Source: an optimization exercise on an open RTL-to-GDS flow (aim: small area, a short achievable clock period and few clock cycles per item). Production flows keep margins and buffers that such runs may drop.
Only simulation tests tie the RTL to the original design; equivalence was not proved.

old:
==> flow/design.v (excerpt) <==
module chord_mac (
    input  wire        clk,
    input  wire        rst,
    input  wire        in_valid,
    output wire        in_ready,
    input  wire [2:0]  in_op,
    input  wire        in_x,
    input  wire [31:0] in_a,
    input  wire [31:0] in_b,
    input  wire        in_frac,
    input  wire        in_wrap,
    input  wire        in_rnd,
    input  wire [1:0]  in_form,
    input  wire [6:0]  in_sh7,
    output reg         out_valid,
    output reg  [71:0] out_data,
    output reg         out_flag
);
    localparam [2:0] OP_MPY  = 3'd0;
    localparam [2:0] OP_MAC  = 3'd1;
    localparam [2:0] OP_MSU  = 3'd2;
    localparam [2:0] OP_CLRX = 3'd3;
    localparam [2:0] OP_LDX  = 3'd4;
    localparam [2:0] OP_EXT  = 3'd5;
    assign in_ready = 1'b1;
    genvar gi, gl, gn;
    wire i_msu = (in_op == OP_MSU);
    wire i_ldx = (in_op == OP_LDX);
    reg        v0, x0, mpy0, mac0, msu0, ext0, clr0, ldx0;
    reg        wrap0, rnd0, spec0;
    reg [1:0]  form0;
    reg [6:0]  sh0;
    reg [32:0] ma0;                  
    reg [15:0] one0, two0, neg0;     
    always @(posedge clk) begin
  ...
Size: about 5,700 cells after synthesis, roughly 160 I/O pins, roughly 0.055 sq mm of cells after synthesis.
export LEC_CHECK = 0
export CAP_MARGIN = 20
export CORE_MARGIN = 2
export CORE_UTILIZATION = 40
export CTS_CLUSTER_DIAMETER = 100
export CTS_CLUSTER_SIZE = 24
export SLEW_MARGIN = 20
create_clock -name core_clock -period 22.0 [get_ports {clk}]
standard.sh (not shown) runs the stock make flow with config.mk's settings and CLKGATE_MAP_FILE= SYNTH_SCRIPT=/design/flow/synth_recipe.tcl, a recipe that flattens the netlist after the stock synthesis.
==> flow/flow/run.sh <==
#!/bin/bash
set -euo pipefail
VARS=(SETUP_SLACK_MARGIN=16.5 "BUFFER_PORTS_ARGS=-buffer_cell sky130_fd_sc_hd__buf_2")
R="$PWD/orfs/results/${FLOW_PLATFORM:-sky130hd}/chord_mac/base"
bash standard.sh "${VARS[@]}" synth > synth.log 2>&1
cp "$R/1_2_yosys.v" "$R/1_2_yosys.std.v"
python3 flow/fixpol.py "$R/1_2_yosys.v" > fixpol.log 2>&1
sleep 1
touch "$R/1_2_yosys.v"
bash standard.sh "${VARS[@]}" finish > standard_flow.log 2>&1
Other scripts of this flow, unchanged in this note and not shown: flow/flow/fixpol.py
Testbench counts of old, summed over its fixed seeds: cycles 24,040, items 24,000.
--- input diff old..new ---
diff --git a/flow/design.v b/flow/design.v
--- a/flow/design.v
+++ b/flow/design.v
@@ -1145,24 +1145,25 @@
         if (wrt &  x1) xb <= sum[71:0];
         za <= za_n;
         zb <= zb_n;
         if (rst) begin
             ha <= 1'b0; hb <= 1'b0;
         end else begin
             if (t2a & ~(mm & ha)) ha <= mm & ovf & ~wrap1;
             if (t2b & ~(mm & hb)) hb <= mm & ovf & ~wrap1;
         end
     end
     wire        sgs  = ~accr[71];
-    wire        sgn  = accr[71] ^ hold;
-    wire [71:0] oc   = {1'b0, {71{hold}} | (accr[70:0] ^ {71{accr[71]}})};
+    wire [71:0] acce = hold ? {sgs, {71{~sgs}}} : accr;
+    wire        sgn  = acce[71];
+    wire [71:0] oc   = acce ^ {72{sgn}};
     wire [6:0]  kk   = k321 ? sh1 + 7'd32 : sh1;
     wire [6:0]  sint = kk + 7'd23;
     wire [6:0]  qq   = kk + (w641 ? 7'd64 : 7'd32);    
     wire [127:0] lzin = {56'd0, oc};
     wire [8*128-1:0]   lv;
     wire [8*128*7-1:0] lp;
     generate
         for (gn = 0; gn < 128; gn = gn + 1) begin : g_l0
             assign lv[gn] = lzin[gn];
             assign lp[gn*7 +: 7] = 7'd0;
         end
@@ -1194,24 +1195,23 @@
         flt2b  <= flt1;
         w642b  <= w641;
         rnd2b  <= rnd1;
         sgn2b  <= sgn;
         oz2b   <= ext1 ? ez : clr1;
         flag2b <= mm & ~hold & ovf;
         hib2b  <= hibad;
         sat2b  <= mm & (hold | (ovf & ~wrap1));
         satn2b <= hold ? sgs : sum[72];
         s2b    <= ext1 ? (flt1 ? msb : sint) : 7'd23;
         sh2b   <= sh1;
-        r2b    <= ({72{~ext1}} & sum[71:0]) | ({72{ext1 & ~hold}} & accr) |
-                  ({72{ext1 & hold}} & {sgs, {71{~sgs}}});
+        r2b    <= ext1 ? acce : sum[71:0];
     end
     wire        fill = sgn2b;
     wire [96:0] sx0 = {fill, r2b, 24'd0};
     wire [96:0] sx1 = s2b[6] ? {{64{fill}}, sx0[96:64]} : sx0;
     wire [96:0] sx2 = s2b[5] ? {{32{fill}}, sx1[96:32]} : sx1;
     wire [96:0] sx3 = s2b[4] ? {{16{fill}}, sx2[96:16]} : sx2;
     wire [96:0] sx4 = s2b[3] ? {{ 8{fill}}, sx3[96:8]}  : sx3;
     wire [96:0] sx5 = s2b[2] ? {{ 4{fill}}, sx4[96:4]}  : sx4;
     wire [96:0] sx6 = s2b[1] ? {{ 2{fill}}, sx5[96:2]}  : sx5;
     wire [96:0] sx7 = s2b[0] ? {{ 1{fill}}, sx6[96:1]}  : sx6;
     wire        stk = (s2b[6] & |sx0[63:0])  | (s2b[5] & |sx1[31:0]) |
### Flow results
new closes out successfully: all stages finished, all timing, DRC and antenna checks passed.
On new: final setup skew is 27 ps higher than what old gave.
Looking at overall die area across old and new, the one that comes out higher is old.
Higher number of cells on the worst reg-to-reg path was reported by old, not new.
old → new: post-cts repair resize count shrank by 2; transition time of the tightest slew-check pin grew by 19 ps; final wirelength shrank by 1.7%.
Testbench counts of new, summed over its fixed seeds: cycles 24,040, items 24,000.

[separate check: timing with driven ports]
No port has a modelled driver above. Below, the same layouts with a new extraction and two added sets of constraints.
Step 1 sets driving cells, clkbuf_16 on the clock port and buf_2 on the other inputs (assumed; they add their load-dependent delay and slew).
Step 2 adds t to the input delays and takes it off the output delays; t is the mean of the earliest and latest rising clock arrival at the registers after step 1. Input paths then give back, and output paths get back, about the clock's delay inside the block.
a / b / c = ideal ports / drivers / drivers and shift; a / b = the first two.
| run | shift t [ns] | setup WS [ns] | hold WS [ns] | worst data-port slew with drivers (ns) | cell pins on the clock port's net |
|---|---|---|---|---|---|
| old | 0.718 | 16.487 / 16.412 / 15.981 | 0.330 / 0.330 / 0.330 | 0.07 | 1 |
| new | 0.723 | 16.481 / 16.411 / 16.000 | 0.331 / 0.331 / 0.331 | 0.05 | 1 |
After both steps setup and hold are still met in every run listed. The setup slack of old, which loses most, moves by -0.075 ns with the drivers and by -0.506 ns with both steps.
